Source: an optimization exercise on an open RTL-to-GDS flow (aim: small area, a short achievable clock period and few clock cycles). Production flows keep margins and buffers that such runs may drop.
Function was checked by simulation only, so behaviour that the tests miss may differ from the original.
Power is estimated from default activity; no workload was simulated.

==> design.v <==
module ck_unit (
    input  wire [31:0] rl,
    input  wire [31:0] pl,
    input  wire [23:1] q,
    input  wire [23:0] dat,      
    input  wire [1:0]  cnt,
    output wire [31:0] rl_out
);
    wire [23:0] hi = (cnt == 2'd3 ? rl[31:8] :
                      cnt == 2'd2 ? {8'd0, rl[31:16]} : {16'd0, rl[31:24]}) ^ dat;
    wire [31:0] lo = cnt == 2'd3 ? {rl[7:0], 24'd0} :
                     cnt == 2'd2 ? {rl[15:0], 16'd0} : {rl[23:0], 8'd0};
    wire [23:0] qq = {q, 1'b1};
    wire [23:0] quo;
    genvar i, j, b;
    generate
        for (i = 0; i < 24; i = i + 1) begin : g_quo
            wire [23-i:0] t;
            for (j = 0; j <= 23 - i; j = j + 1) begin : g_t
                assign t[j] = qq[j] & hi[i+j];
            end
            assign quo[i] = ^t;
        end
        for (b = 0; b < 32; b = b + 1) begin : g_prod
            localparam integer N = (b < 24) ? b + 1 : 24;
            wire [N-1:0] t;
            for (j = 0; j < N; j = j + 1) begin : g_t
                assign t[j] = quo[j] & pl[b-j];
            end
            assign rl_out[b] = lo[b] ^ (^t);
        end
    endgenerate
endmodule
module ck_qinv (
    input  wire [31:0] pl,
    output wire [23:1] q
);
    function [23:0] pmul(input [23:0] a, input [23:0] b);
        integer k, m;
        reg [23:0] t;
        begin
            for (k = 0; k < 24; k = k + 1) begin
                t = 24'd0;
                for (m = 0; m <= k; m = m + 1)
                    t[m] = a[m] & b[k-m];
                pmul[k] = ^t;
            end
        end
    endfunction
    reg [23:0] f0, f1, f2, f3, f4;
    integer k;
    always @* begin
        f0 = 24'd1; f1 = 24'd1; f2 = 24'd1; f3 = 24'd1; f4 = 24'd1;
        for (k = 1; k < 24; k = k + 1) begin
            f0[k] = pl[32-k];
            if (2*k < 24) f1[2*k] = pl[32-k];
            if (4*k < 24) f2[4*k] = pl[32-k];
            if (8*k < 24) f3[8*k] = pl[32-k];
            if (16*k < 24) f4[16*k] = pl[32-k];
        end
    end
    wire [23:0] p01  = pmul(f0, f1);
    wire [23:0] p234 = pmul(pmul(f2, f3), f4);
    wire [23:0] qf   = pmul(p01, p234);
    assign q = qf[23:1];
endmodule
module chk_block (
    input  wire        clk,
    input  wire        rst,
    input  wire        req_valid,
    output wire        req_ready,
    input  wire [1:0]  req_op,
    input  wire [5:0]  req_addr,
    input  wire [2:0]  req_tenant,
    input  wire [31:0] req_wdata,
    input  wire [5:0]  wv_width,
    input  wire        wv_refin,
    input  wire        wv_refout,
    input  wire [2:0]  wv_fowner,
    input  wire [31:0] wv_poly,
    input  wire [31:0] wv_init,
    input  wire [31:0] wv_xorout,
    input  wire [31:0] wv_ref,
    output reg         rsp_valid,
    output reg  [1:0]  rsp_status,
    output wire [31:0] rsp_rdata
);
    localparam S_IDLE = 3'd0, S_PREP = 3'd1, S_FOLD = 3'd2, S_CMP = 3'd3, S_RFIN = 3'd4;
    localparam K_RUNW = 2'd0, K_FEED = 2'd1, K_CTRL = 2'd2;
    function [31:0] rev32(input [31:0] x);
        integer i;
        for (i = 0; i < 32; i = i + 1) rev32[i] = x[31-i];
    endfunction
    function [7:0] rev8(input [7:0] x);
        integer i;
        for (i = 0; i < 8; i = i + 1) rev8[i] = x[7-i];
    endfunction
    function [31:0] wmask(input [5:0] w);
        wmask = (w >= 6'd32) ? 32'hFFFF_FFFF : ((32'd1 << w) - 32'd1);
    endfunction
    function [31:0] vword(input [31:0] r, input [31:0] xl, input ro);
        vword = ro ? rev32(r ^ xl) : (r ^ xl);
    endfunction
    reg        u_def [0:3];
    reg [5:0]  u_w   [0:3];
    reg        u_ri  [0:3];
    reg        u_ro  [0:3];
    reg [2:0]  u_fo  [0:3];
    reg [31:0] u_pl  [0:3];
    reg [31:0] u_il  [0:3];
    reg [31:0] u_xl  [0:3];
    reg [31:0] u_rl  [0:3];
    reg [23:1] u_q   [0:3];
    reg [5:0]  s_w;
    reg        s_ri, s_ro;
    reg [2:0]  s_fo;
    reg [31:0] s_pl, s_il, s_xl, s_ref, s_run;
    reg [23:1] s_q;
    reg        s_bad;
    reg        s_isref;      
    reg [1:0]  s_u;          
    reg [1:0]  fcnt;
    reg [2:0]  state;
    reg        p_do;
    reg [1:0]  p_kind;
    reg [1:0]  p_u;
    reg [31:0] p_wd;
    reg [31:0] o_word;
    reg [4:0]  o_s;
    wire [31:0] sh_out = o_word >> o_s;
    assign rsp_rdata = sh_out;
    assign req_ready = (state == S_IDLE);
    wire accept = req_valid && (state == S_IDLE);
    wire [1:0] u = req_addr[5:4];
    wire [3:0] r = req_addr[3:0];
    wire        m_def = u_def[u];
    wire [5:0]  m_w   = u_w[u];
    wire        m_ri  = u_ri[u];
    wire        m_ro  = u_ro[u];
    wire [2:0]  m_fo  = u_fo[u];
    wire [31:0] m_pl  = u_pl[u];
    wire [31:0] m_il  = u_il[u];
    wire [31:0] m_xl  = u_xl[u];
    wire [31:0] m_rl  = u_rl[u];
    wire [23:1] m_q   = u_q[u];
    wire [4:0]  m_s   = 5'd0 - m_w[4:0];
    wire [2:0]  m_foe = m_def ? m_fo : 3'd7;
    wire allowed = (req_tenant == 3'd4) || (req_tenant == m_foe);
    wire        eng_stage = (state == S_FOLD);
    wire [31:0] e_rl = eng_stage ? s_run : u_rl[p_u];
    wire [31:0] e_pl = eng_stage ? s_pl  : u_pl[p_u];
    wire [23:1] e_q  = eng_stage ? s_q   : u_q[p_u];
    wire        e_ri = eng_stage ? s_ri  : u_ri[p_u];
    wire [1:0]  e_cnt = eng_stage ? 2'd3 : p_wd[25:24];
    reg [23:0] e_dat;
    always @* begin
        if (eng_stage) begin
            case (fcnt)
            2'd0:    e_dat = {8'h31, 8'h32, 8'h33};
            2'd1:    e_dat = {8'h34, 8'h35, 8'h36};
            default: e_dat = {8'h37, 8'h38, 8'h39};
            endcase
            if (e_ri) e_dat = {rev8(e_dat[23:16]), rev8(e_dat[15:8]), rev8(e_dat[7:0])};
        end else begin
            case (p_wd[25:24])
            2'd3:    e_dat = {p_wd[7:0], p_wd[15:8], p_wd[23:16]};
            2'd2:    e_dat = {8'd0, p_wd[7:0], p_wd[15:8]};
            default: e_dat = {16'd0, p_wd[7:0]};
            endcase
            if (e_ri) e_dat = {rev8(e_dat[23:16]), rev8(e_dat[15:8]), rev8(e_dat[7:0])};
        end
    end
    wire [31:0] fold_out;
    ck_unit u_eng (
        .rl(e_rl), .pl(e_pl), .q(e_q), .dat(e_dat), .cnt(e_cnt), .rl_out(fold_out)
    );
    wire [4:0]  p_s   = 5'd0 - u_w[p_u][4:0];
    wire [4:0]  st_s  = 5'd0 - s_w[4:0];
    wire [31:0] shl_in = (state == S_IDLE) ? p_wd : (state == S_PREP) ? s_pl : s_ref;
    wire [4:0]  shl_n  = (state == S_IDLE) ? p_s : st_s;
    wire [31:0] shl_out = shl_in << shl_n;
    wire [31:0] new_rl = (p_kind == K_RUNW) ? shl_out :
                         (p_kind == K_CTRL) ? u_il[p_u] : fold_out;
    wire [23:1] prep_q;
    ck_qinv u_qinv (.pl(shl_out), .q(prep_q));
    wire        hazard = p_do && (p_u == u);
    wire [31:0] m_rle  = hazard ? new_rl : m_rl;
    wire [31:0] s_mask = wmask(s_w);
    wire static_ok =
        (s_w >= 6'd3) && (s_w <= 6'd32) && s_pl[0] &&
        ((s_pl & ~s_mask) == 32'd0) &&
        ((s_il & ~s_mask) == 32'd0) &&
        ((s_xl & ~s_mask) == 32'd0) &&
        ((s_fo <= 3'd4) || (s_fo == 3'd7));
    wire cmp_ok = !s_bad && ((s_run ^ s_xl) == s_ref);
    integer k;
    always @(posedge clk) begin
        if (rst) begin
            for (k = 0; k < 4; k = k + 1) u_def[k] <= 1'b0;
            state <= S_IDLE;
            rsp_valid <= 1'b0;
            p_do <= 1'b0;
        end else begin
            rsp_valid <= 1'b0;
            p_do <= 1'b0;
            if (p_do) u_rl[p_u] <= new_rl;
            case (state)
            S_IDLE: if (accept) begin
                rsp_status <= 2'd0;
                o_word <= 32'd0;
                o_s <= 5'd0;
                if (req_op == 2'd0) begin
                    rsp_valid <= 1'b1;
                    case (r)
                    4'h0: o_word <= {21'd0, m_foe, m_ro & m_def, m_ri & m_def,
                                     m_def ? m_w : 6'd0};
                    4'h1: begin o_word <= m_def ? m_pl : 32'd0; o_s <= m_s; end
                    4'h2: begin o_word <= m_def ? m_il : 32'd0; o_s <= m_s; end
                    4'h3: begin
                        o_word <= m_def ? vword(32'd0, m_xl, m_ro) : 32'd0;
                        o_s <= m_ro ? 5'd0 : m_s;
                    end
                    4'h4: if (!allowed) rsp_status <= 2'd1;
                          else begin o_word <= m_def ? m_rle : 32'd0; o_s <= m_s; end
                    4'h7: if (!allowed) rsp_status <= 2'd1;
                          else begin
                              o_word <= m_def ? vword(m_rle, m_xl, m_ro) : 32'd0;
                              o_s <= m_ro ? 5'd0 : m_s;
                          end
                    4'hD: if (m_def) begin
                        rsp_valid <= 1'b0;
                        s_run <= m_il; s_pl <= m_pl; s_q <= m_q; s_xl <= m_xl;
                        s_ri <= m_ri; s_ro <= m_ro; s_w <= m_w;
                        s_isref <= 1'b1;
                        fcnt <= 2'd0;
                        state <= S_FOLD;
                    end
                    default: ;
                    endcase
                end else if (req_op == 2'd1) begin
                    rsp_valid <= 1'b1;
                    if (r == 4'h4 || r == 4'h5 || r == 4'h6) begin
                        if (!allowed || !m_def || (r == 4'h5 && req_wdata[25:24] == 2'd0))
                            rsp_status <= 2'd1;
                        else begin
                            p_do <= (r != 4'h6) || req_wdata[0];
                            p_kind <= (r == 4'h4) ? K_RUNW : (r == 4'h5) ? K_FEED : K_CTRL;
                            p_u <= u;
                            p_wd <= req_wdata;
                        end
                    end
                end else begin
                    s_w <= wv_width; s_ri <= wv_refin; s_ro <= wv_refout;
                    s_fo <= wv_fowner; s_pl <= wv_poly; s_il <= wv_init;
                    s_xl <= wv_xorout; s_ref <= wv_ref;
                    s_u <= u;
                    s_isref <= 1'b0;
                    o_word <= rev32(wv_init);
                    o_s <= 5'd0 - wv_width[4:0];
                    state <= S_PREP;
                end
            end
            S_PREP: begin
                if (!static_ok) begin
                    rsp_valid <= 1'b1;
                    rsp_status <= 2'd2;
                    o_word <= 32'd0;
                    state <= S_IDLE;
                end else begin
                    s_pl <= shl_out;
                    s_q <= prep_q;
                    s_il <= rev32(sh_out);
                    s_run <= rev32(sh_out);
                    o_word <= rev32(s_xl);
                    o_s <= st_s;
                    fcnt <= 2'd0;
                    state <= S_FOLD;
                end
            end
            S_FOLD: begin
                s_run <= fold_out;
                fcnt <= fcnt + 2'd1;
                if (!s_isref && fcnt == 2'd0) begin
                    s_xl <= s_ro ? rev32(s_xl) : rev32(sh_out);
                    s_ref <= s_ro ? rev32(s_ref) : shl_out;
                    s_bad <= (s_ref & ~s_mask) != 32'd0;
                end
                if (fcnt == 2'd2) state <= s_isref ? S_RFIN : S_CMP;
            end
            S_CMP: begin
                rsp_valid <= 1'b1;
                rsp_status <= cmp_ok ? 2'd0 : 2'd2;
                o_word <= 32'd0;
                if (cmp_ok) begin
                    u_def[s_u] <= 1'b1;
                    u_w[s_u] <= s_w; u_ri[s_u] <= s_ri; u_ro[s_u] <= s_ro;
                    u_fo[s_u] <= s_fo; u_pl[s_u] <= s_pl; u_il[s_u] <= s_il;
                    u_xl[s_u] <= s_xl; u_rl[s_u] <= s_il; u_q[s_u] <= s_q;
                end
                state <= S_IDLE;
            end
            S_RFIN: begin
                rsp_valid <= 1'b1;
                rsp_status <= 2'd0;
                o_word <= vword(s_run, s_xl, s_ro);
                o_s <= s_ro ? 5'd0 : st_s;
                state <= S_IDLE;
            end
            default: state <= S_IDLE;
            endcase
        end
    end
endmodule
==> run.sh <==
#!/bin/bash
# synth_recipe.tcl (not shown) runs the flow's synth.tcl, then flattens the netlist and writes it again
# the make line also repeats each setting of config.mk as NAME=value (left out here)
make -C /OpenROAD-flow-scripts/flow DESIGN_CONFIG=/design/flow/config.mk WORK_HOME=/design/flow/orfs CLKGATE_MAP_FILE= SYNTH_SCRIPT=/design/flow/synth_recipe.tcl finish
==> config.mk <==
export PLATFORM = sky130hd
export DESIGN_NAME = chk_block
export DESIGN_NICKNAME = chk_block
export VERILOG_FILES = /design/flow/design.v
export SDC_FILE = /design/flow/constraint.sdc
export NUM_CORES = 4
export LEC_CHECK = 0
export CAP_MARGIN = 20
export CORE_MARGIN = 2
export CORE_UTILIZATION = 30
export SLEW_MARGIN = 20
==> constraint.sdc <==
create_clock -name core_clock -period 20.0 [get_ports {clk}]
set_input_delay 4.0000 -clock core_clock [delete_from_list [all_inputs] [get_ports {clk}]]
set_output_delay 4.0000 -clock core_clock [all_outputs]
set_load 0.01 [all_outputs]
==> results by group, run 1 <==
Die
  • Starting density of the core: 30.16%
  • Core area: 0.2221 mm^2
  • Top-Level Pins: 221
  • Core Rows: 173
  • Chip Height: 476.5 um
  • Total die area: 0.2271 mm^2
  • Chip Width: 476.5 um

Placed design
  • RePlAce Congestion: 1.014
  • Placed inst area: 0.07300 mm^2
  • Dpl hpwl: 235,300 um
  • Dpl ws: 10.86 ns
  • Input/output buffers: 220
  • Placed cell count: 9,216

Logic synthesis
  • Cells after synthesis: 6,281
  • Most used DFF post-synth: edfxtp_1
  • Post-synth EDFFs: 927
  • Mean post-synth cell area: 10.66 um^2
  • Register area share after synthesis: 41.77%
  • Synth warn: 2
  • Synthesized area: 0.06698 mm^2
  • Async S/R FF share, synth: 0%
  • Unique cell type count in the Yosys netlist: 94
  • Post-Syn Nets: 6,491
  • Synthesized flop and latch total: 934

STA
  • Final worst setup slack: 10.76 ns
  • Min Tclk post-route: 9.239 ns
  • Slew margin rel.: 16.34%
  • Final setup violation count: 0
  • Max Slew Vio Count: 0
  • Final Hold Violating Endpoints: 0
  • Post-Route Setup TNS: 0 ns
  • Tcrit/Tclk final: 46.19%
  • Fmax: 108.2 MHz
  • Final Hold Slack: 0.5281 ns
  • Worst-Margin Slew: 1.246 ns
  • RSZ-0062 raised after global routing: false
  • Clock skew: 0.04489 ns

Power
  • Pleak: 26.80 nW
  • Power density cells: 216.3 mW/mm^2
  • Overall Power: 16.59 mW
  • Worst vdd ir: 0.3842 mV

Worst setup path
  • Worst setup path class: flop to flop
  • Worst R2R Path Depth: 19
  • CP Cell Sequence: buf_4 > buf_4 > buf_4 > mux4_2 > a31oi_1 > nand3_1 > xnor2_1 > xor3_1 > xnor3_1 > xnor3_2 > nor2_1 > xnor3_1 > xnor3_1 > xnor3_1 > a21oi_1 > mux2i_1 > xnor2_1 > nand2_1 > a221oi_1
  • Crit Path Max Fanout: 37
  • Crit-path slowest cell: xnor3_2
  • WP data arrival: 9.73 ns
  • Critical Path Source Type: flop
  • Crit path top cell by count: xnor3_1
  • Worst Setup End Kind: flop
  • Slowest stage delay, CP: 0.78 ns
  • Critical Path RT: 20.49 ns

Clock network
  • Worst-skew pair later-pin latency: 0.79 ns
  • Sink Count: 934
  • CTS root buffer: clkbuf_16
  • Clock-pin slew on the worst setup and hold paths: 0.06 ns
  • Postcts setup bufs: 0
  • Post-CTS Resized: 0
  • H-tree depth: 3
  • CTS tree: done
  • CTS Buf Count: 105
  • Post-CTS Hold Buffers: 0
  • Clk buf depth: 3

Detailed routing
  • TritonRoute pass-1 iters: 8
  • Post-route ant nets: 0
  • WL/cell: 34.19 um
  • Routed WL: 322,900 um
  • Post-route DRC violation count: 0
  • Drt initial violations: 8,866
  • Avg Vias per Cell: 5.910
  • Vias: 55,810

Layout
  • Area growth, synth to finish: 14.51%
  • Final core occ: 34.54%
  • Nets: 6,561
  • Fin cells: 9,443
  • Design Area, Final: 0.07670 mm^2
  • Layout cells sized above 1: 15.76%

Global routing
  • Vias in the first global route: 51,860
  • First-pass GRT wire length: 438,700 um
  • Total gr overflow: 0
  • Largest net degree at the start of global routing: 109
  • GRT Total Usage: 27.42%
  • Initial antenna violation count: 22

Run
  • Max-Cap Viols: 0

Hold path
  • HP Class: flop to flop
  • Hold Path Depth: 0

Outcome
  • Outcome: complete, no violations
-- cells in the final DEF (no fill, tap or decap), drive strengths merged, types with 23 or more instances in the layout --
master and instances:
a31oi 96, xnor3 74, a21oi 287, a221oi 61
clkdlybuf4s50 216, nand2 676, mux4 304, mux2i 296
nor2 970, mux2 201, or2 23, edfxtp 927
ha 25, o31ai 26, diode 27, xnor2 679
a211oi 53, nor2b 31, nor3 53, xor2 217
nand3 56, and2 34, o21ai 248, and3 30
o211ai 30, o22ai 27, clkinv 52, nand2b 30
a22oi 45, inv 69, a21o 38, clkbuf 122
buf 219
-- critical path, delay by kind of cell, from the launching register on --
kind / cells / cell delay (ns)
mux: 2 / 1.24
compound gates: 3 / 1.22
flops: 1 / 0.71
simple gates: 3 / 0.41
buf+inv: 3 / 1.78
xor+xnor: 8 / 3.44
-- synth_stat cells, drive strengths merged (56+ instances only) --
master	instances	area, um^2
nor2	970	3649
edfxtp	927	27840
xnor2	679	5954
nand2	676	2537
clkbuf	320	1201
mux4	304	6847
mux2i	296	2979
a21oi	287	1444
o21ai	248	1241
xor2	217	1923
mux2	201	2267
buf	153	730.7
a31oi	96	621.8
xnor3	74	1670
a221oi	61	540.5
inv	60	225.2
nand3	56	280.3
-- cell families after synthesis --
| logic type | synth area share [%] |
|---|---|
| and+or+nand+nor | 12.24 |
| AOI/OAI and AO/OA | 9.834 |
| xor gates and xnor gates | 14.40 |
| DFF | 41.77 |
| muxes | 18.06 |
| buffers and inverters | 3.237 |
| adders and majority gates | 0.4670 |
-- worst paths after layout --
| kind | startpoint | end | slack, ns |
|---|---|---|---|
| worst min register to register | s_q[17] | u_q[2][16] | 0.53 |
| worst max-delay path | flop | o_word[20] | 10.76 |
| worst min-delay path | s_q[17] | u_q[2][16] | 0.53 |
| worst max register to register | flop | o_word[20] | 10.76 |
-- per-layer routing --
layer  vias to the layer above  wire length, um  global-route usage, %
met5                         -               59                      0
met3                       713            34710                  6.183
met1                     28150           121100                  35.03
met4                         8            25990                  18.92
li1                      23020                -                      -
met2                      3916           141000                  41.21
-- power by group --
group / switching (mW) / internal [mW] / total (mW)
logic: 7.02 / 4.83 / 11.9
registers: 0.166 / 2.54 / 2.70
clock network: 0.906 / 1.13 / 2.04
-- sequential cells by signal, summed over array words and instances (netlist names), 24 cells and up, named ones only --
register and flops:
u_il 128, s_xl 32, u_w 24, s_run 32, s_pl 32, p_wd 32, u_q 92, u_xl 128
s_il 32, o_word 32, s_ref 32, u_rl 128, u_pl 128
-- layout make-up --
class / count / area (um^2)
Tap cell: 2975 / 3722
Clock buffer: 121 / 2688
Fill cell: 22130 / 145400
Inverter: 63 / 236.5
Antenna cell: 27 / 67.56
Multi-Input combinational cell: 4811 / 37280
Clock inverter: 76 / 848.3
Timing Repair Buffer: 436 / 3867
Sequential cell: 934 / 27990
Testbench counts, summed over its fixed seeds: cycles 6,497.
==> inputs of run 2 (changes only) <==
--- a/design.v
+++ b/design.v
@@ -124,7 +124,6 @@
     reg        p_do;
     reg [1:0]  p_kind;
     reg [1:0]  p_u;
-    reg [31:0] p_wd;
     reg [31:0] o_word;
     reg [4:0]  o_s;
     wire [31:0] sh_out = o_word >> o_s;
@@ -147,11 +146,7 @@
     wire [2:0]  m_foe = m_def ? m_fo : 3'd7;
     wire allowed = (req_tenant == 3'd4) || (req_tenant == m_foe);
     wire        eng_stage = (state == S_FOLD);
-    wire [31:0] e_rl = eng_stage ? s_run : u_rl[p_u];
-    wire [31:0] e_pl = eng_stage ? s_pl  : u_pl[p_u];
-    wire [23:1] e_q  = eng_stage ? s_q   : u_q[p_u];
-    wire        e_ri = eng_stage ? s_ri  : u_ri[p_u];
-    wire [1:0]  e_cnt = eng_stage ? 2'd3 : p_wd[25:24];
+    wire [1:0]  e_cnt = eng_stage ? 2'd3 : s_ref[25:24];
     reg [23:0] e_dat;
     always @* begin
         if (eng_stage) begin
@@ -160,27 +155,25 @@
             2'd1:    e_dat = {8'h34, 8'h35, 8'h36};
             default: e_dat = {8'h37, 8'h38, 8'h39};
             endcase
-            if (e_ri) e_dat = {rev8(e_dat[23:16]), rev8(e_dat[15:8]), rev8(e_dat[7:0])};
+            if (s_ri) e_dat = {rev8(e_dat[23:16]), rev8(e_dat[15:8]), rev8(e_dat[7:0])};
         end else begin
-            case (p_wd[25:24])
-            2'd3:    e_dat = {p_wd[7:0], p_wd[15:8], p_wd[23:16]};
-            2'd2:    e_dat = {8'd0, p_wd[7:0], p_wd[15:8]};
-            default: e_dat = {16'd0, p_wd[7:0]};
+            case (s_ref[25:24])
+            2'd3:    e_dat = {s_ref[7:0], s_ref[15:8], s_ref[23:16]};
+            2'd2:    e_dat = {8'd0, s_ref[7:0], s_ref[15:8]};
+            default: e_dat = {16'd0, s_ref[7:0]};
             endcase
-            if (e_ri) e_dat = {rev8(e_dat[23:16]), rev8(e_dat[15:8]), rev8(e_dat[7:0])};
+            if (s_ri) e_dat = {rev8(e_dat[23:16]), rev8(e_dat[15:8]), rev8(e_dat[7:0])};
         end
     end
     wire [31:0] fold_out;
     ck_unit u_eng (
-        .rl(e_rl), .pl(e_pl), .q(e_q), .dat(e_dat), .cnt(e_cnt), .rl_out(fold_out)
+        .rl(s_run), .pl(s_pl), .q(s_q), .dat(e_dat), .cnt(e_cnt), .rl_out(fold_out)
     );
-    wire [4:0]  p_s   = 5'd0 - u_w[p_u][4:0];
     wire [4:0]  st_s  = 5'd0 - s_w[4:0];
-    wire [31:0] shl_in = (state == S_IDLE) ? p_wd : (state == S_PREP) ? s_pl : s_ref;
-    wire [4:0]  shl_n  = (state == S_IDLE) ? p_s : st_s;
-    wire [31:0] shl_out = shl_in << shl_n;
+    wire [31:0] shl_in = (state == S_PREP) ? s_pl : s_ref;
+    wire [31:0] shl_out = shl_in << st_s;
     wire [31:0] new_rl = (p_kind == K_RUNW) ? shl_out :
-                         (p_kind == K_CTRL) ? u_il[p_u] : fold_out;
+                         (p_kind == K_CTRL) ? s_il : fold_out;
     wire [23:1] prep_q;
     ck_qinv u_qinv (.pl(shl_out), .q(prep_q));
     wire        hazard = p_do && (p_u == u);
@@ -246,7 +239,9 @@
                             p_do <= (r != 4'h6) || req_wdata[0];
                             p_kind <= (r == 4'h4) ? K_RUNW : (r == 4'h5) ? K_FEED : K_CTRL;
                             p_u <= u;
-                            p_wd <= req_wdata;
+                            s_ref <= req_wdata;
+                            s_run <= m_rle; s_pl <= m_pl; s_q <= m_q;
+                            s_ri <= m_ri; s_w <= m_w; s_il <= m_il;
                         end
                     end
                 end else begin
==> results by group, run 2 <==
Worst setup path
  • Reg2reg start: state[1]
  • CP Buf/Inv Count: 4
  • RR Endpoint: o_word[20]
  • Crit path top cell by count: xnor3_1
  • Crit Path Max Fanout: 65
  • Critical Path RT: 20.48 ns
  • Worst setup path class: flop to flop
  • Worst Setup End Kind: flop
  • CP Cell Sequence: buf_4 > nor3b_4 > buf_4 > buf_4 > a32o_1 > or3_1 > nand3_1 > xnor3_1 > xnor3_1 > xnor3_1 > xnor3_1 > buf_4 > nand2_1 > xnor3_1 > xnor3_1 > xor2_1 > o21ai_1 > mux2_2 > xor2_1 > a2111oi_0 > a211oi_1
  • Crit-path slowest cell: nor3b_4
  • Critical Path Source Type: flop
  • Setup slack, reg-to-reg: 11.32 ns
  • Slowest stage delay, CP: 0.93 ns
  • WP data arrival: 9.16 ns
  • Worst R2R Path Depth: 21
  • CP delay by family, top: XOR/XNOR gates

Detailed routing
  • TritonRoute pass-1 iters: 7
  • Post-route DRC violation count: 0
  • Drt initial violations: 8,227
  • Routed WL: 297,400 um
  • Post-route ant nets: 0
  • Avg Vias per Cell: 5.891
  • Vias: 53,210
  • WL/cell: 32.92 um

Run
  • Max-Cap Viols: 0

Layout
  • Area of the multi-input gates: 0.03498 mm^2
  • Register Area: 0.02698 mm^2
  • Fin cells: 9,032
  • Nets: 6,329
  • Area growth, synth to finish: 14.09%
  • Most frequent cells in the layout: nand2_1 (1,187), edfxtp_1 (895), xnor2_1 (578)
  • Design Area, Final: 0.07290 mm^2
  • Total of fill cells in the finished design: 21,240
  • Commonest non-fill, non-tap cell in the layout: nand2_1
  • Final core occ: 34.41%
  • Layout cells sized above 1: 13.38%

Logic synthesis
  • Compound-Gate Fraction of Synth Area: 10.58%
  • Synthesized flop and latch total: 900
  • Synth Area in Adders: 0.4308%
  • Largest cells by area after synthesis: edfxtp_1 (42%), xnor2_1 (8.0%), nand2_1 (7.0%), mux4_2 (6.5%), mux2i_1 (5.3%)
  • Async S/R FF share, synth: 0%
  • Cells after synthesis: 6,086
  • Most used DFF post-synth: edfxtp_1
  • Area fraction of the dominant cell type after synthesis: 42.06%
  • Post-Synth XOR/XNOR Area: 15.73%
  • Post-synthesis simple-gate area fraction: 12.73%
  • Synth warn: 2
  • Most frequent cell after synthesis: nand2_1
  • Largest family of logic cells by synthesized area: XOR/XNOR gates
  • Synth top cells by count: nand2_1 (1,188), edfxtp_1 (895), xnor2_1 (581)
  • Mux contribution to synthesized area: 14.82%
  • Unique cell type count in the Yosys netlist: 102
  • Post-Syn Nets: 6,293
  • Leading area contributor after synthesis: edfxtp_1
  • Synthesized area: 0.06390 mm^2
  • Mean post-synth cell area: 10.50 um^2
  • Post-synth EDFFs: 895
  • Register area share after synthesis: 42.22%

Power
  • Sw Pwr: 6.634 mW
  • Sw frac: 46.41%
  • Logic pwr share: 69.6%
  • Pleak: 25.84 nW
  • Clock power frac: 13.3%
  • Power Internal: 7.660 mW
  • Worst vdd ir: 0.4397 mV
  • Power density cells: 196.1 mW/mm^2
  • Seq pwr share: 17.1%
  • Overall Power: 14.29 mW

Hold path
  • Hold path startpoint: s_fo[0]
  • Min-Delay Endpoint: u_fo[3][0]
  • HP Class: flop to flop
  • Hold Path Depth: 0

STA
  • Min Tclk post-route: 8.684 ns
  • Slew margin rel.: 13.24%
  • Worst-Margin Slew: 1.301 ns
  • Final Hold Violating Endpoints: 0
  • Final worst setup slack: 11.32 ns
  • Clock skew: 0.03609 ns
  • Fmax: 115.2 MHz
  • Max Slew Vio Count: 0
  • Final setup violation count: 0
  • RSZ-0062 raised after global routing: false
  • Post-Route Setup TNS: 0 ns
  • Tcrit/Tclk final: 43.42%
  • Final Hold Slack: 0.5474 ns

Die
  • Core Rows: 169
  • Top-Level Pins: 221
  • Total die area: 0.2167 mm^2
  • Starting density of the core: 30.16%
  • Core area: 0.2119 mm^2
  • Chip Height: 465.5 um
  • Chip Width: 465.5 um

Clock network
  • Clock-pin slew on the worst setup and hold paths: 0.07 ns
  • Post-CTS Hold Buffers: 0
  • H-tree depth: 3
  • CTS root buffer: clkbuf_16
  • Worst-skew pair later-pin latency: 0.77 ns
  • Sink Count: 900
  • Post-CTS Resized: 0
  • Postcts setup bufs: 0
  • Clk buf depth: 3
  • CTS tree: done
  • CTS Buf Count: 101

Global routing
  • First-pass GRT wire length: 408,300 um
  • Largest net degree at the start of global routing: 132
  • Initial antenna violation count: 17
  • Total gr overflow: 0
  • GRT Total Usage: 26.61%
  • Vias in the first global route: 50,460

Placed design
  • RePlAce Congestion: 1.028
  • Placed inst area: 0.06958 mm^2
  • Dpl hpwl: 209,700 um
  • Placed cell count: 8,840
  • Dpl ws: 11.54 ns
  • Input/output buffers: 220

Outcome
  • Outcome: complete, no violations
==> run 2: final cells by class <==
type / count / area share, %
multi-input cells: 4626 / 47.99
clock inverters: 63 / 0.8530
flip-flops and latches: 900 / 37.00
inverters: 46 / 0.2368
well taps: 2821 / 4.842
repair buffers: 447 / 5.391
diodes: 7 / 0.02403
clock buffers: 122 / 3.663
==> run 2: how the worst max path moves through the flow <==
stage	startpoint	to	depth (start not counted)
detailed placement	req_addr[5]	o_word[12]	16
global placement	req_addr[5]	o_word[12]	16
finish	state[1]	o_word[20]	21
floorplan	req_addr[4]	s_pl[0]	13
global route	state[1]	o_word[21]	22
CTS	state[1]	o_word[14]	22
==> run 2: routing by layer <==
metal  track usage [%]  wire (um)  up-vias
li1                  -          -    22120
met1             33.38     110500    26550
met2             39.11     125900     3599
met3             6.978      33170      923
met4             20.19      27630       16
met5                 0        105        -
==> run 2: cell families (layout without fill, tap and decap cells) <==
kind of cell,Yosys count,after routing
compound gates,1056,1056
xor+xnor,928,928
fa+ha+maj,22,22
buf+inv,560,678
flops,900,900
mux,693,693
other cells,0,7
simple gates,1927,1927
==> run 2: power groups by stage <==
stage	combinational (mW)	clock (mW)	sequential, mW
floorplan	6.39	0	2.44
global placement	9.39	0	2.48
detailed placement	9.49	0	2.48
CTS	9.54	1.92	2.44
global route	10.1	1.99	2.44
finish	9.95	1.90	2.45
==> run 2: worst reg2reg max path: stages (launching register included) <==
cell       delay (ns)
dfxtp_1          0.32
buf_4            0.34
nor3b_4          0.93
buf_4            0.48
buf_4            0.63
a32o_1           0.31
or3_1            0.71
nand3_1          0.22
xnor3_1          0.40
xnor3_1          0.34
xnor3_1          0.37
xnor3_1          0.24
buf_4            0.42
nand2_1          0.14
xnor3_1          0.40
xnor3_1          0.45
xor2_1           0.20
o21ai_1          0.58
mux2_2           0.35
xor2_1           0.08
a2111oi_0        0.39
a211oi_1         0.10
Testbench counts of run 2, summed over its fixed seeds: cycles 6,497.
==> inputs of run 3 (changes only) <==
==> flow/run.sh (new file) <==
#!/bin/bash
# Standard layout, with timing repair aimed at a tighter clock than the
# 20 ns constraint (repair stops once setup slack reaches the margin).
set -euo pipefail
bash standard.sh SETUP_SLACK_MARGIN=13.5 finish > standard.log 2>&1
==> standard.sh (new file) <==
#!/bin/bash
# synth_recipe.tcl (not shown) runs the flow's synth.tcl, then flattens the netlist and writes it again
# the make line also repeats each setting of config.mk as NAME=value (left out here)
make -C /OpenROAD-flow-scripts/flow DESIGN_CONFIG=/design/flow/config.mk WORK_HOME=/design/flow/orfs CLKGATE_MAP_FILE= SYNTH_SCRIPT=/design/flow/synth_recipe.tcl "${@:-finish}"
removed: run.sh
==> results by group, run 3 <==
Logic synthesis
  • Synth warn: 2
  • Synthesized flop and latch total: 900
  • Largest cells by area after synthesis: edfxtp_1 (42%), xnor2_1 (8.0%), nand2_1 (7.0%), mux4_2 (6.5%), mux2i_1 (5.3%)
  • Most frequent cell after synthesis: nand2_1
  • Area fraction of the dominant cell type after synthesis: 42.06%
  • Async S/R FF share, synth: 0%
  • Synth top cells by count: nand2_1 (1,188), edfxtp_1 (895), xnor2_1 (581)
  • Unique cell type count in the Yosys netlist: 102
  • Synthesized area: 0.06390 mm^2
  • Cells after synthesis: 6,086
  • Post-synth EDFFs: 895
  • Leading area contributor after synthesis: edfxtp_1
  • Most used DFF post-synth: edfxtp_1
  • Mean post-synth cell area: 10.50 um^2
  • Post-Syn Nets: 6,293
  • Register area share after synthesis: 42.22%

STA
  • Final Hold Violating Endpoints: 0
  • RSZ-0062 raised after global routing: true
  • Fmax: 144.2 MHz
  • Final setup violation count: 0
  • Slew margin rel.: 19.03%
  • Clock skew: 0.05508 ns
  • Min Tclk post-route: 6.936 ns
  • Worst-Margin Slew: 1.202 ns
  • Tcrit/Tclk final: 34.68%
  • Post-Route Setup TNS: 0 ns
  • Max Slew Vio Count: 0

Die
  • Chip Width: 465.5 um
  • Total die area: 0.2167 mm^2
  • Top-Level Pins: 221
  • Starting density of the core: 30.16%
  • Core Rows: 169
  • Core area: 0.2119 mm^2
  • Chip Height: 465.5 um

Worst setup path
  • WP data arrival: 2.94 ns
  • RR Endpoint: o_word[8]
  • Worst setup path class: flop to primary output
  • Critical Path RT: 16.00 ns
  • Crit Path Max Fanout: 5
  • Worst Setup End Kind: primary output
  • Reg2reg start: state[1]
  • Worst R2R Path Depth: 21
  • Setup slack, reg-to-reg: 13.41 ns
  • Critical Path Source Type: flop

Clock network
  • CTS tree: done
  • CTS root buffer: clkbuf_16
  • H-tree depth: 3
  • Post-CTS Hold Buffers: 0
  • Clk buf depth: 3
  • CTS Buf Count: 101
  • Worst-skew pair later-pin latency: 0.81 ns
  • Clock-pin slew on the worst setup and hold paths: 0.06 ns
  • Sink Count: 900

Placed design
  • Input/output buffers: 220
  • Dpl hpwl: 210,300 um
  • RePlAce Congestion: 1.024
  • Placed inst area: 0.06950 mm^2

Hold path
  • Min-Delay Endpoint: u_fo[2][0]
  • HP Class: flop to flop
  • Hold path startpoint: s_fo[0]
  • Hold Path Depth: 0

Outcome
  • Outcome: complete, no violations

Global routing
  • GRT Total Usage: 27.61%
  • Largest net degree at the start of global routing: 113
  • Total gr overflow: 0
  • Vias in the first global route: 51,630
  • Initial antenna violation count: 30
  • First-pass GRT wire length: 422,100 um

Detailed routing
  • Post-route DRC violation count: 0
  • Avg Vias per Cell: 5.996
  • Vias: 55,290
  • Post-route ant nets: 0
  • Routed WL: 313,800 um
  • Drt initial violations: 8,326
  • WL/cell: 34.03 um
  • TritonRoute pass-1 iters: 8

Power
  • Overall Power: 16.00 mW
  • Power density cells: 207.3 mW/mm^2
  • Worst vdd ir: 0.4088 mV
  • Pleak: 27.54 nW

Layout
  • Area growth, synth to finish: 20.85%
  • Commonest non-fill, non-tap cell in the layout: nand2_1
  • Design Area, Final: 0.07722 mm^2
  • Most frequent cells in the layout: nand2_1 (1,170), edfxtp_1 (895), xnor2_1 (565)
  • Nets: 6,512
  • Layout cells sized above 1: 20.38%

Run
  • Max-Cap Viols: 0
run 3: final cells by class:
class	instances	area (um^2)
fillers	20880	134700
well taps	2821	3530
repair buffers	620	6291
clock inverters	68	853.3
repair inverters	1	7.507
diodes	11	27.53
flip-flops and latches	900	26980
inverters	46	201.4
multi-input cells	4635	36730
clock buffers	119	2595
run 3: repair_timing:
item / in CTS / in global routing
endpoints found under the setup margin: 432 / 305
gates cloned: 13 / 19
buffers inserted: 90 / 80
gates resized for setup: 451 / 213
pin swaps: 37 / 60
run 3: how the worst max path moves through the flow:
stage | start | to
finish | o_s[0] | rsp_rdata[0]
global route | o_s[0] | rsp_rdata[1]
CTS | o_s[0] | rsp_rdata[1]
detailed placement | req_addr[4] | o_word[12]
global placement | req_addr[4] | o_word[12]
floorplan | req_addr[4] | s_il[0]
run 3: per-layer routing:
layer  global-route usage [%]  routed length (um)  part of all wire (%)
met5                        0                 168                 0.054
met4                    20.85               30050                   9.6
met3                    7.583               38120                    12
met2                    40.43              131900                    42
met1                    34.60              113500                    36
run 3: logic make-up (layout without fill, tap and decap cells):
family                     Yosys count  count (layout)  synth area share [%]
and+or+nand+nor                   1927            1934                 12.73
AOI/OAI and AO/OA                 1056            1057                 10.58
xor gates and xnor gates           928             929                 15.73
DFF                                900             900                 42.22
muxes                              693             693                 14.82
buffers and inverters              560             854                 3.484
adders and majority gates           22              22                0.4308
other                                0              11                     0
run 3: critical path: stages (launching register included):
cell        delay, ns
edfxtp_1         0.41
buf_12           0.16
buf_16           0.14
clkinvlp_4       0.19
mux2i_4          0.33
mux2i_4          0.12
mux2_4           0.33
mux2i_4          0.27
buf_6            0.16
run 3: metrics by stage:
stage | setup slack [ns] | hold slack (ns) | cells | utilization, %
after CTS | 13.09 | 0.5499 | 9110 | 35.49
after floorplan | 12.60 | 0.4764 | 6086 | -
final | 13.06 | 0.5538 | 9221 | 36.44
after global placement | 11.51 | 0.5256 | 8820 | 32.80
after detailed placement | 11.57 | 0.5362 | 8820 | 32.80
after global routing | 12.97 | 0.5764 | 9212 | 36.43
run 3: power breakdown:
group | internal [mW] | switching (mW) | total, mW
Clock | 1.12 | 0.860 | 1.98
Sequential | 2.37 | 0.0856 | 2.46
Combinational | 4.92 | 6.65 | 11.6
==> inputs of run 4 (changes only) <==
--- a/design.v
+++ b/design.v
@@ -120,13 +120,36 @@
     reg        s_isref;      
     reg [1:0]  s_u;          
     reg [1:0]  fcnt;
+    reg        s_val;        
+    reg [23:0] d_dat;
+    reg [1:0]  d_cnt;
     reg [2:0]  state;
     reg        p_do;
     reg [1:0]  p_kind;
     reg [1:0]  p_u;
     reg [31:0] o_word;
-    reg [4:0]  o_s;
-    wire [31:0] sh_out = o_word >> o_s;
+    reg [11:0] o_sh;
+    function [11:0] shdec(input [4:0] n);
+        begin
+            shdec = 12'd0;
+            shdec[8 + n[4:3]] = 1'b1;
+            shdec[n[2:0]] = 1'b1;
+        end
+    endfunction
+    reg [31:0] sh_mid, sh_out;
+    integer i2, j2;
+    always @* begin
+        for (i2 = 0; i2 < 32; i2 = i2 + 1) begin
+            sh_mid[i2] = 1'b0;
+            for (j2 = 0; j2 < 4; j2 = j2 + 1)
+                if (i2 + 8*j2 < 32) sh_mid[i2] = sh_mid[i2] | (o_sh[8+j2] & o_word[i2+8*j2]);
+        end
+        for (i2 = 0; i2 < 32; i2 = i2 + 1) begin
+            sh_out[i2] = 1'b0;
+            for (j2 = 0; j2 < 8; j2 = j2 + 1)
+                if (i2 + j2 < 32) sh_out[i2] = sh_out[i2] | (o_sh[j2] & sh_mid[i2+j2]);
+        end
+    end
     assign rsp_rdata = sh_out;
     assign req_ready = (state == S_IDLE);
     wire accept = req_valid && (state == S_IDLE);
@@ -143,31 +166,36 @@
     wire [31:0] m_rl  = u_rl[u];
     wire [23:1] m_q   = u_q[u];
     wire [4:0]  m_s   = 5'd0 - m_w[4:0];
+    wire [11:0] m_sh  = shdec(m_s);
     wire [2:0]  m_foe = m_def ? m_fo : 3'd7;
     wire allowed = (req_tenant == 3'd4) || (req_tenant == m_foe);
-    wire        eng_stage = (state == S_FOLD);
-    wire [1:0]  e_cnt = eng_stage ? 2'd3 : s_ref[25:24];
-    reg [23:0] e_dat;
-    always @* begin
-        if (eng_stage) begin
-            case (fcnt)
-            2'd0:    e_dat = {8'h31, 8'h32, 8'h33};
-            2'd1:    e_dat = {8'h34, 8'h35, 8'h36};
-            default: e_dat = {8'h37, 8'h38, 8'h39};
+    function [23:0] chk_bytes(input [1:0] n, input ri);
+        begin
+            case (n)
+            2'd0:    chk_bytes = {8'h31, 8'h32, 8'h33};
+            2'd1:    chk_bytes = {8'h34, 8'h35, 8'h36};
+            default: chk_bytes = {8'h37, 8'h38, 8'h39};
             endcase
-            if (s_ri) e_dat = {rev8(e_dat[23:16]), rev8(e_dat[15:8]), rev8(e_dat[7:0])};
-        end else begin
-            case (s_ref[25:24])
-            2'd3:    e_dat = {s_ref[7:0], s_ref[15:8], s_ref[23:16]};
-            2'd2:    e_dat = {8'd0, s_ref[7:0], s_ref[15:8]};
-            default: e_dat = {16'd0, s_ref[7:0]};
+            if (ri) chk_bytes = {rev8(chk_bytes[23:16]), rev8(chk_bytes[15:8]),
+                                 rev8(chk_bytes[7:0])};
+        end
+    endfunction
+    function [23:0] feed_bytes(input [25:0] wd, input ri);
+        reg [7:0] b0, b1, b2;
+        begin
+            b0 = ri ? rev8(wd[7:0])   : wd[7:0];
+            b1 = ri ? rev8(wd[15:8])  : wd[15:8];
+            b2 = ri ? rev8(wd[23:16]) : wd[23:16];
+            case (wd[25:24])
+            2'd3:    feed_bytes = {b0, b1, b2};
+            2'd2:    feed_bytes = {8'd0, b0, b1};
+            default: feed_bytes = {16'd0, b0};
             endcase
-            if (s_ri) e_dat = {rev8(e_dat[23:16]), rev8(e_dat[15:8]), rev8(e_dat[7:0])};
         end
-    end
+    endfunction
     wire [31:0] fold_out;
     ck_unit u_eng (
-        .rl(s_run), .pl(s_pl), .q(s_q), .dat(e_dat), .cnt(e_cnt), .rl_out(fold_out)
+        .rl(s_run), .pl(s_pl), .q(s_q), .dat(d_dat), .cnt(d_cnt), .rl_out(fold_out)
     );
     wire [4:0]  st_s  = 5'd0 - s_w[4:0];
     wire [31:0] shl_in = (state == S_PREP) ? s_pl : s_ref;
@@ -201,30 +229,39 @@
             S_IDLE: if (accept) begin
                 rsp_status <= 2'd0;
                 o_word <= 32'd0;
-                o_s <= 5'd0;
+                o_sh <= shdec(5'd0);
                 if (req_op == 2'd0) begin
                     rsp_valid <= 1'b1;
                     case (r)
                     4'h0: o_word <= {21'd0, m_foe, m_ro & m_def, m_ri & m_def,
                                      m_def ? m_w : 6'd0};
-                    4'h1: begin o_word <= m_def ? m_pl : 32'd0; o_s <= m_s; end
-                    4'h2: begin o_word <= m_def ? m_il : 32'd0; o_s <= m_s; end
+                    4'h1: begin o_word <= m_def ? m_pl : 32'd0; o_sh <= m_sh; end
+                    4'h2: begin o_word <= m_def ? m_il : 32'd0; o_sh <= m_sh; end
                     4'h3: begin
                         o_word <= m_def ? vword(32'd0, m_xl, m_ro) : 32'd0;
-                        o_s <= m_ro ? 5'd0 : m_s;
+                        o_sh <= m_ro ? shdec(5'd0) : m_sh;
                     end
-                    4'h4: if (!allowed) rsp_status <= 2'd1;
-                          else begin o_word <= m_def ? m_rle : 32'd0; o_s <= m_s; end
-                    4'h7: if (!allowed) rsp_status <= 2'd1;
-                          else begin
-                              o_word <= m_def ? vword(m_rle, m_xl, m_ro) : 32'd0;
-                              o_s <= m_ro ? 5'd0 : m_s;
+                    4'h4, 4'h7: if (!allowed) rsp_status <= 2'd1;
+                          else if (hazard) begin
+                              rsp_valid <= 1'b0;
+                              s_run <= new_rl; s_xl <= m_xl; s_ro <= m_ro; s_w <= m_w;
+                              s_val <= r[0];
+                              state <= S_RFIN;
+                          end else if (r[0]) begin
+                              o_word <= m_def ? vword(m_rl, m_xl, m_ro) : 32'd0;
+                              o_sh <= m_ro ? shdec(5'd0) : m_sh;
+                          end else begin
+                              o_word <= m_def ? m_rl : 32'd0;
+                              o_sh <= m_sh;
                           end
                     4'hD: if (m_def) begin
                         rsp_valid <= 1'b0;
                         s_run <= m_il; s_pl <= m_pl; s_q <= m_q; s_xl <= m_xl;
                         s_ri <= m_ri; s_ro <= m_ro; s_w <= m_w;
                         s_isref <= 1'b1;
+                        s_val <= 1'b1;
+                        d_dat <= chk_bytes(2'd0, m_ri);
+                        d_cnt <= 2'd3;
                         fcnt <= 2'd0;
                         state <= S_FOLD;
                     end
@@ -241,7 +278,9 @@
                             p_u <= u;
                             s_ref <= req_wdata;
                             s_run <= m_rle; s_pl <= m_pl; s_q <= m_q;
-                            s_ri <= m_ri; s_w <= m_w; s_il <= m_il;
+                            s_w <= m_w; s_il <= m_il;
+                            d_dat <= feed_bytes(req_wdata[25:0], m_ri);
+                            d_cnt <= req_wdata[25:24];
                         end
                     end
                 end else begin
@@ -251,7 +290,7 @@
                     s_u <= u;
                     s_isref <= 1'b0;
                     o_word <= rev32(wv_init);
-                    o_s <= 5'd0 - wv_width[4:0];
+                    o_sh <= shdec(5'd0 - wv_width[4:0]);
                     state <= S_PREP;
                 end
             end
@@ -267,7 +306,9 @@
                     s_il <= rev32(sh_out);
                     s_run <= rev32(sh_out);
                     o_word <= rev32(s_xl);
-                    o_s <= st_s;
+                    o_sh <= shdec(st_s);
+                    d_dat <= chk_bytes(2'd0, s_ri);
+                    d_cnt <= 2'd3;
                     fcnt <= 2'd0;
                     state <= S_FOLD;
                 end
@@ -275,6 +316,7 @@
             S_FOLD: begin
                 s_run <= fold_out;
                 fcnt <= fcnt + 2'd1;
+                d_dat <= chk_bytes(fcnt + 2'd1, s_ri);
                 if (!s_isref && fcnt == 2'd0) begin
                     s_xl <= s_ro ? rev32(s_xl) : rev32(sh_out);
                     s_ref <= s_ro ? rev32(s_ref) : shl_out;
@@ -297,8 +339,8 @@
             S_RFIN: begin
                 rsp_valid <= 1'b1;
                 rsp_status <= 2'd0;
-                o_word <= vword(s_run, s_xl, s_ro);
-                o_s <= s_ro ? 5'd0 : st_s;
+                o_word <= s_val ? vword(s_run, s_xl, s_ro) : s_run;
+                o_sh <= shdec((s_ro && s_val) ? 5'd0 : st_s);
                 state <= S_IDLE;
             end
             default: state <= S_IDLE;
==> flow/run.sh (replaced) <==
#!/bin/bash
# Standard layout, with timing repair aimed at a tighter clock than the
# 20 ns constraint (repair stops once setup slack reaches the margin).
set -euo pipefail
bash standard.sh SETUP_SLACK_MARGIN=14 finish > standard.log 2>&1
==> results by group, run 4 <==
Outcome
  • Outcome: complete, no violations

Worst setup path
  • Worst setup path class: flop to primary output
  • Crit-path slowest cell: edfxtp_1
  • Reg2reg start: s_run[12]
  • CP Buf/Inv Count: 3
  • Crit Path Max Fanout: 8
  • CP delay by family, top: compound AO/OA/AOI/OAI gates
  • Levels on crit path: 7
  • CP Cell Sequence: buf_4 > a22o_4 > a32o_1 > a221oi_2 > and3_4 > inv_1 > clkdlybuf4s15_2
  • Worst R2R Path Depth: 14
  • Setup slack, reg-to-reg: 13.93 ns
  • Critical Path RT: 16.00 ns
  • RR Endpoint: u_rl[0][21]
  • WP data arrival: 2.80 ns
  • Critical Path Source Type: flop
  • Worst Setup End Kind: primary output
  • Slowest stage delay, CP: 0.59 ns

Die
  • Core Rows: 173
  • Chip Width: 476.4 um
  • Starting density of the core: 30.15%
  • Total die area: 0.2270 mm^2
  • Chip Height: 476.4 um
  • Core area: 0.2221 mm^2
  • Top-Level Pins: 221

Placed design
  • Input/output buffers: 220
  • RePlAce Congestion: 1.022
  • Dpl hpwl: 226,800 um
  • Placed inst area: 0.07262 mm^2

Clock network
  • CTS root buffer: clkbuf_16
  • Clock-pin slew on the worst setup and hold paths: 0.07 ns
  • Worst-skew pair later-pin latency: 0.81 ns
  • Clk buf depth: 3
  • Sink Count: 934
  • H-tree depth: 3
  • CTS tree: done
  • CTS Buf Count: 101

Global routing
  • Initial antenna violation count: 36
  • Vias in the first global route: 56,330
  • Largest net degree at the start of global routing: 93
  • Total gr overflow: 0
  • GRT Total Usage: 29.30%
  • First-pass GRT wire length: 470,100 um

Power
  • Pleak: 28.96 nW
  • Overall Power: 9.538 mW
  • Worst vdd ir: 0.1352 mV
  • Power density cells: 116.4 mW/mm^2

STA
  • Clock skew: 0.06251 ns
  • Slew margin rel.: 17.99%
  • Final setup violation count: 0
  • Max Slew Vio Count: 0
  • Final Hold Violating Endpoints: 0
  • Fmax: 147.1 MHz
  • RSZ-0062 raised after global routing: true
  • Post-Route Setup TNS: 0 ns
  • Tcrit/Tclk final: 34.00%
  • Min Tclk post-route: 6.800 ns
  • Worst-Margin Slew: 1.230 ns

Layout
  • Design Area, Final: 0.08193 mm^2
  • Most frequent cells in the layout: nand2_1 (1,252), edfxtp_1 (929), xnor2_1 (569)
  • Area growth, synth to finish: 22.37%
  • Nets: 7,057
  • Commonest non-fill, non-tap cell in the layout: nand2_1
  • Total of fill cells in the finished design: 21,820
  • Layout cells sized above 1: 20.46%

Logic synthesis
  • Leading area contributor after synthesis: edfxtp_1
  • Unique cell type count in the Yosys netlist: 100
  • Async S/R FF share, synth: 0%
  • Synthesized area: 0.06696 mm^2
  • Mean post-synth cell area: 10.18 um^2
  • Largest cells by area after synthesis: edfxtp_1 (42%), xnor2_1 (7.6%), nand2_1 (7.2%), mux4_2 (6.7%), xnor3_1 (4.3%)
  • Synth warn: 2
  • Area fraction of the dominant cell type after synthesis: 41.66%
  • Most frequent cell after synthesis: nand2_1
  • Cells after synthesis: 6,576
  • Most used DFF post-synth: edfxtp_1
  • Register area share after synthesis: 41.81%
  • Post-Syn Nets: 6,794
  • Post-synth EDFFs: 929
  • Synthesized flop and latch total: 934
  • Synth top cells by count: nand2_1 (1,282), edfxtp_1 (929), xnor2_1 (578)

Hold path
  • Min-Delay Endpoint: u_fo[2][0]
  • Hold Path Depth: 0
  • Hold path startpoint: s_fo[0]
  • HP Class: flop to flop

Detailed routing
  • TritonRoute pass-1 iters: 8
  • Avg Vias per Cell: 6.200
  • Routed WL: 349,100 um
  • Post-route ant nets: 0
  • Drt initial violations: 10,160
  • WL/cell: 35.19 um
  • Vias: 61,500
  • Post-route DRC violation count: 0

Run
  • Max-Cap Viols: 0
run 4: final cells by class:
cell class	count	area (um^2)	area share (%)
Timing Repair Buffer	727	7810	9.532
Tap cell	2975	3722	4.543
Clock inverter	68	877.1	1.070
Antenna cell	20	50.05	0.06108
Clock buffer	121	2603	3.176
Inverter	78	331.6	0.4047
Multi-Input combinational cell	4997	38530	47.03
Sequential cell	934	28010	34.18
run 4: worst reg2reg max path: cells and delay by family, from the launching register on:
family	cells	cell delay, ns
AOI/OAI and AO/OA	2	0.56
xor gates and xnor gates	7	2.47
buffers and inverters	1	0.45
DFF	1	1.02
muxes	3	1.09
and+or+nand+nor	1	0.21
run 4: what timing repair did:
action                     4_1_cts  5_1_grt
hold buffers                     0        0
setup endpoints to repair      758      464
hold endpoints to repair         0        0
pin swaps                       97      112
setup buffers                  170       89
resized for setup              440      225
cloned                          32       15
run 4: metrics by stage:
stage               util (%)  hold slack, ns  instances  setup WS (ns)
floorplan                  -          0.4764       6576          13.00
global placement       32.70          0.5188       9401          11.67
detailed placement     32.70          0.5522       9401          11.61
CTS                    35.88          0.5674       9792          13.31
global route           36.87          0.5950       9901          13.18
finish                 36.89          0.5569       9920          13.20
run 4: cells by family after synthesis:
logic type / share of synthesized area, %
compound gates: 14.35
buf+inv: 4.085
flops: 41.81
mux: 11.44
simple gates: 13.14
xor+xnor: 14.55
fa+ha+maj: 0.6167
run 4: worst max path at each step:
stage                     startpoint       endpoint  slack, ns
after global placement     req_op[0]      s_run[27]      11.67
after detailed placement   req_op[0]      s_run[30]      11.61
after floorplan                  rst    u_rl[0][11]      13.00
after CTS                    o_sh[8]  rsp_rdata[17]      13.31
after global routing         o_sh[8]   rsp_rdata[6]      13.18
final                     o_word[25]  rsp_rdata[17]      13.20
run 4: report_power, final:
part | total, mW | switching, mW | internal (mW)
Sequential | 2.49 | 0.0678 | 2.43
Combinational | 5.00 | 2.88 | 2.12
Clock | 2.04 | 0.897 | 1.15
Total | 9.54 | 3.85 | 5.69
run 4: layer usage:
| layer | track usage [%] | vias to the layer above | wire length [um] |
|---|---|---|---|
| li1 | - | 24620 | - |
| met1 | 34.92 | 30290 | 120100 |
| met2 | 42.86 | 5091 | 145900 |
| met3 | 9.626 | 1486 | 45040 |
| met4 | 24.13 | 18 | 37970 |
| met5 | 0.2731 | - | 97 |
Testbench counts of run 4, summed over its fixed seeds: cycles 6,631.
==> inputs of run 5 (changes only) <==
--- a/design.v
+++ b/design.v
@@ -85,7 +85,7 @@
     output reg  [1:0]  rsp_status,
     output wire [31:0] rsp_rdata
 );
-    localparam S_IDLE = 3'd0, S_PREP = 3'd1, S_FOLD = 3'd2, S_CMP = 3'd3, S_RFIN = 3'd4;
+    localparam S_IDLE = 3'd0, S_PREP = 3'd1, S_FOLD = 3'd2, S_RFIN = 3'd4;
     localparam K_RUNW = 2'd0, K_FEED = 2'd1, K_CTRL = 2'd2;
     function [31:0] rev32(input [31:0] x);
         integer i;
@@ -206,14 +206,15 @@
     ck_qinv u_qinv (.pl(shl_out), .q(prep_q));
     wire        hazard = p_do && (p_u == u);
     wire [31:0] m_rle  = hazard ? new_rl : m_rl;
-    wire [31:0] s_mask = wmask(s_w);
+    wire [31:0] wv_mask = wmask(wv_width);
     wire static_ok =
-        (s_w >= 6'd3) && (s_w <= 6'd32) && s_pl[0] &&
-        ((s_pl & ~s_mask) == 32'd0) &&
-        ((s_il & ~s_mask) == 32'd0) &&
-        ((s_xl & ~s_mask) == 32'd0) &&
-        ((s_fo <= 3'd4) || (s_fo == 3'd7));
-    wire cmp_ok = !s_bad && ((s_run ^ s_xl) == s_ref);
+        (wv_width >= 6'd3) && (wv_width <= 6'd32) && wv_poly[0] &&
+        ((wv_poly   & ~wv_mask) == 32'd0) &&
+        ((wv_init   & ~wv_mask) == 32'd0) &&
+        ((wv_xorout & ~wv_mask) == 32'd0) &&
+        ((wv_fowner <= 3'd4) || (wv_fowner == 3'd7));
+    wire [31:0] s_mask = wmask(s_w);
+    wire cmp_ok = !s_bad && ((fold_out ^ s_xl) == s_ref);
     integer k;
     always @(posedge clk) begin
         if (rst) begin
@@ -283,6 +284,9 @@
                             d_cnt <= req_wdata[25:24];
                         end
                     end
+                end else if (!static_ok) begin
+                    rsp_valid <= 1'b1;
+                    rsp_status <= 2'd2;
                 end else begin
                     s_w <= wv_width; s_ri <= wv_refin; s_ro <= wv_refout;
                     s_fo <= wv_fowner; s_pl <= wv_poly; s_il <= wv_init;
@@ -295,12 +299,7 @@
                 end
             end
             S_PREP: begin
-                if (!static_ok) begin
-                    rsp_valid <= 1'b1;
-                    rsp_status <= 2'd2;
-                    o_word <= 32'd0;
-                    state <= S_IDLE;
-                end else begin
+                begin
                     s_pl <= shl_out;
                     s_q <= prep_q;
                     s_il <= rev32(sh_out);
@@ -322,24 +321,29 @@
                     s_ref <= s_ro ? rev32(s_ref) : shl_out;
                     s_bad <= (s_ref & ~s_mask) != 32'd0;
                 end
-                if (fcnt == 2'd2) state <= s_isref ? S_RFIN : S_CMP;
-            end
-            S_CMP: begin
-                rsp_valid <= 1'b1;
-                rsp_status <= cmp_ok ? 2'd0 : 2'd2;
-                o_word <= 32'd0;
-                if (cmp_ok) begin
-                    u_def[s_u] <= 1'b1;
-                    u_w[s_u] <= s_w; u_ri[s_u] <= s_ri; u_ro[s_u] <= s_ro;
-                    u_fo[s_u] <= s_fo; u_pl[s_u] <= s_pl; u_il[s_u] <= s_il;
-                    u_xl[s_u] <= s_xl; u_rl[s_u] <= s_il; u_q[s_u] <= s_q;
+                if (fcnt == 2'd2) begin
+                    rsp_valid <= 1'b1;
+                    state <= S_IDLE;
+                    if (s_isref) begin
+                        rsp_status <= 2'd0;
+                        o_word <= vword(fold_out, s_xl, s_ro);
+                        o_sh <= shdec(s_ro ? 5'd0 : st_s);
+                    end else begin
+                        rsp_status <= cmp_ok ? 2'd0 : 2'd2;
+                        o_word <= 32'd0;
+                        if (cmp_ok) begin
+                            u_def[s_u] <= 1'b1;
+                            u_w[s_u] <= s_w; u_ri[s_u] <= s_ri; u_ro[s_u] <= s_ro;
+                            u_fo[s_u] <= s_fo; u_pl[s_u] <= s_pl; u_il[s_u] <= s_il;
+                            u_xl[s_u] <= s_xl; u_rl[s_u] <= s_il; u_q[s_u] <= s_q;
+                        end
+                    end
                 end
-                state <= S_IDLE;
             end
             S_RFIN: begin
                 rsp_valid <= 1'b1;
                 rsp_status <= 2'd0;
-                o_word <= s_val ? vword(s_run, s_xl, s_ro) : s_run;
+                o_word <= s_val ? vword(s_run, s_xl, s_ro) : s_run;   
                 o_sh <= shdec((s_ro && s_val) ? 5'd0 : st_s);
                 state <= S_IDLE;
             end
==> results by group, run 5 <==
STA
  • RSZ-0062 raised after global routing: true
  • Final setup violation count: 0
  • Worst-Margin Slew: 1.431 ns
  • Tcrit/Tclk final: 37.51%
  • Clock skew: 0.09893 ns
  • Post-Route Setup TNS: 0 ns
  • Fmax: 133.3 MHz
  • Final worst setup slack: 12.50 ns
  • Final Hold Violating Endpoints: 0
  • Slew margin rel.: 4.571%
  • Final Hold Slack: 0.5117 ns
  • Min Tclk post-route: 7.503 ns
  • Max Slew Vio Count: 0

Detailed routing
  • TritonRoute pass-1 iters: 8
  • Post-route ant nets: 0
  • Post-route DRC violation count: 0
  • WL/cell: 38.13 um
  • Vias: 66,600
  • Routed WL: 404,800 um
  • Avg Vias per Cell: 6.273
  • Drt initial violations: 12,000

Layout
  • Nets: 7,731
  • Commonest non-fill, non-tap cell in the layout: nand2_1
  • Most frequent cells in the layout: nand2_1 (1,408), edfxtp_1 (929), xnor2_1 (500)
  • Area growth, synth to finish: 35.48%
  • Layout cells sized above 1: 29.17%
  • Total of fill cells in the finished design: 21,230

Worst setup path
  • Worst setup path class: input port to flop
  • End of the critical path: s_il[6]
  • WP data arrival: 7.98 ns
  • Critical Path RT: 20.48 ns
  • Slowest stage delay, CP: 0.98 ns
  • CP Cell Sequence: clkdlybuf4s50_1 > nor3_1 > a221oi_1 > nor3_1 > o21ai_1 > nor4_1 > o211ai_1 > a21oi_2 > buf_6 > nand2_8 > and2_4 > nor2b_4 > nor2_4 > buf_8 > buf_12
  • CP delay by family, top: simple AND/OR/NAND/NOR gates
  • CP Buf/Inv Count: 4
  • Reg2reg start: s_run[30]
  • Setup slack, reg-to-reg: 13.05 ns
  • Critical path launch point: wv_init[6]
  • Critical Path Source Type: input port
  • Worst R2R Path Depth: 31
  • Levels on crit path: 15
  • RR Endpoint: o_word[24]
  • Crit-path slowest cell: nor3_1
  • Crit Path Max Fanout: 8
  • Crit path top cell by count: nor3_1
  • Worst Setup End Kind: flop

Die
  • Total die area: 0.2337 mm^2
  • Chip Width: 483.4 um
  • Starting density of the core: 30.25%
  • Chip Height: 483.4 um
  • Core Rows: 175
  • Top-Level Pins: 221
  • Core area: 0.2279 mm^2

Clock network
  • Clock-pin slew on the worst setup and hold paths: 0.06 ns
  • CTS tree: done
  • Post-CTS Hold Buffers: 0
  • CTS Buf Count: 102
  • CTS root buffer: clkbuf_16
  • Worst-skew pair later-pin latency: 0.85 ns
  • H-tree depth: 3
  • Clk buf depth: 3
  • Sink Count: 934

Placed design
  • Dpl ws: 9.877 ns
  • Input/output buffers: 220
  • RePlAce Congestion: 1.058
  • Dpl hpwl: 252,500 um

Power
  • Power Internal: 3.758 mW
  • Clock power frac: 37.0%
  • Worst vdd ir: 0.08331 mV
  • Power density cells: 58.04 mW/mm^2
  • Sw frac: 30.68%
  • Sw Pwr: 1.663 mW
  • Logic pwr share: 23.2%
  • Seq pwr share: 39.8%
  • Pleak: 34.45 nW
  • Overall Power: 5.421 mW

Global routing
  • Largest net degree at the start of global routing: 98
  • Total gr overflow: 0
  • Vias in the first global route: 59,950
  • First-pass GRT wire length: 530,500 um
  • GRT Total Usage: 32.78%
  • Initial antenna violation count: 41

Logic synthesis
  • Area fraction of the dominant cell type after synthesis: 40.46%
  • Post-Syn Nets: 7,012
  • Mean post-synth cell area: 10.16 um^2
  • Synth warn: 2
  • Largest cells by area after synthesis: edfxtp_1 (40%), nand2_1 (7.9%), xnor2_1 (7.1%), mux4_2 (5.8%), xnor3_1 (4.7%)
  • Most frequent cell after synthesis: nand2_1
  • Synthesized area: 0.06894 mm^2
  • Cells after synthesis: 6,788
  • Async S/R FF share, synth: 0%
  • Post-synth EDFFs: 929
  • Register area share after synthesis: 40.61%
  • Synthesized flop and latch total: 934
  • Unique cell type count in the Yosys netlist: 102
  • Leading area contributor after synthesis: edfxtp_1
  • Most used DFF post-synth: edfxtp_1
  • Synth top cells by count: nand2_1 (1,458), edfxtp_1 (929), xnor2_1 (555)

Run
  • Max-Cap Viols: 0

Hold path
  • HP Class: flop to flop

Outcome
  • Outcome: complete, no violations
## run 5: metal layers
layer / track usage (%) / wire, um / up-vias
met5: 0.7961 / 427 / -
met3: 14.00 / 64410 / 1502
li1: - / - / 26220
met1: 40.65 / 141500 / 32820
met4: 24.61 / 40000 / 26
met2: 44.67 / 158500 / 6035
## run 5: timing repair
| action | in CTS | in global routing |
|---|---|---|
| gates resized for setup | 1051 | 408 |
| cloned | 141 | 18 |
| pin swaps | 164 | 188 |
| setup endpoints to repair | 1222 | 1147 |
| hold endpoints to repair | 0 | 0 |
| buffers inserted | 447 | 178 |
## run 5: layout make-up
cell class | instances | area, um^2 | share of cell area, %
Multi-Input combinational cell | 5223 | 42900 | 45.93
Sequential cell | 934 | 28010 | 29.98
Antenna cell | 19 | 47.55 | 0.05090
Timing Repair Buffer | 1184 | 14920 | 15.97
Clock inverter | 66 | 798.3 | 0.8546
Timing Repair inverter | 2 | 15.01 | 0.01607
Inverter | 60 | 307.8 | 0.3295
Tap cell | 3009 | 3765 | 4.031
Clock buffer | 120 | 2650 | 2.837
## run 5: cells by family after synthesis
family / synth area share, %
AOI/OAI and AO/OA: 12.43
xor gates and xnor gates: 15.48
adders and majority gates: 0.7078
buffers and inverters: 3.976
DFF: 40.61
muxes: 12.74
and+or+nand+nor: 14.05
## run 5: how the worst min path moves through the flow
stage,cells after the start,start,endpoint,slack (ns)
after floorplan,0,s_fo[0],u_fo[0][0],0.46
after global placement,0,s_fo[0],u_fo[2][0],0.47
after detailed placement,0,s_fo[0],u_fo[1][0],0.49
after CTS,0,s_fo[0],u_fo[1][0],0.51
final,0,s_fo[0],u_fo[1][0],0.51
after global routing,0,s_fo[0],u_fo[3][0],0.53
## run 5: power by group through the flow
stage / Combinational, mW / Sequential [mW] / Clock (mW)
5_1_grt: 1.27 / 2.16 / 2.07
3_3_place_gp: 0.929 / 2.20 / 0
4_1_cts: 1.11 / 2.16 / 2.00
6_report: 1.26 / 2.16 / 2.01
3_5_place_dp: 0.934 / 2.20 / 0
2_1_floorplan: 0.562 / 2.19 / 0
## run 5: per-stage QoR
| stage | util, % | cell area, um^2 | cells |
|---|---|---|---|
| after global placement | 32.87 | 74930 | 9625 |
| after global routing | 40.96 | 93370 | 10600 |
| after floorplan | - | 70340 | 6788 |
| final | 40.98 | 93400 | 10620 |
| after detailed placement | 32.87 | 74930 | 9625 |
| after CTS | 39.29 | 89550 | 10400 |
Testbench counts of run 5, summed over its fixed seeds: cycles 6,216.

-- re-timing with driven ports --
The flow's constraints put no driver on any port. The routed layouts listed below were extracted and timed again, unchanged, in two steps.
Step 1 (the two cells are an assumption about what drives the block):
set clk [get_ports {clk}]
set_driving_cell -lib_cell sky130_fd_sc_hd__clkbuf_16 $clk
set_driving_cell -lib_cell sky130_fd_sc_hd__buf_2 [delete_from_list [all_inputs] $clk]
Step 2, shift: input delay + t, output delay - t, t = (earliest + latest rising clock arrival at the registers) / 2. This alone moves slack from input paths to output paths.
Three values: ideal ports, drivers, drivers and shift; two values: the first two.
run	t (ns)	setup WS [ns]	worst setup path at the end	pins driven straight from the clock port
run 1	0.857	10.761 / 10.761 / 10.741	input to register	1
run 2	0.840	11.316 / 11.316 / 11.316	register to register	1
run 3	0.867	13.064 / 12.977 / 12.514	input to register	1
run 4	0.873	13.201 / 13.107 / 12.668	input to register	1
run 5	0.897	12.497 / 12.560 / 11.662	input to register	1
After both steps every run listed still meets setup and hold. For run 5, which loses most, drivers alone change the setup slack by +0.063 ns; drivers and shift together by -0.835 ns.
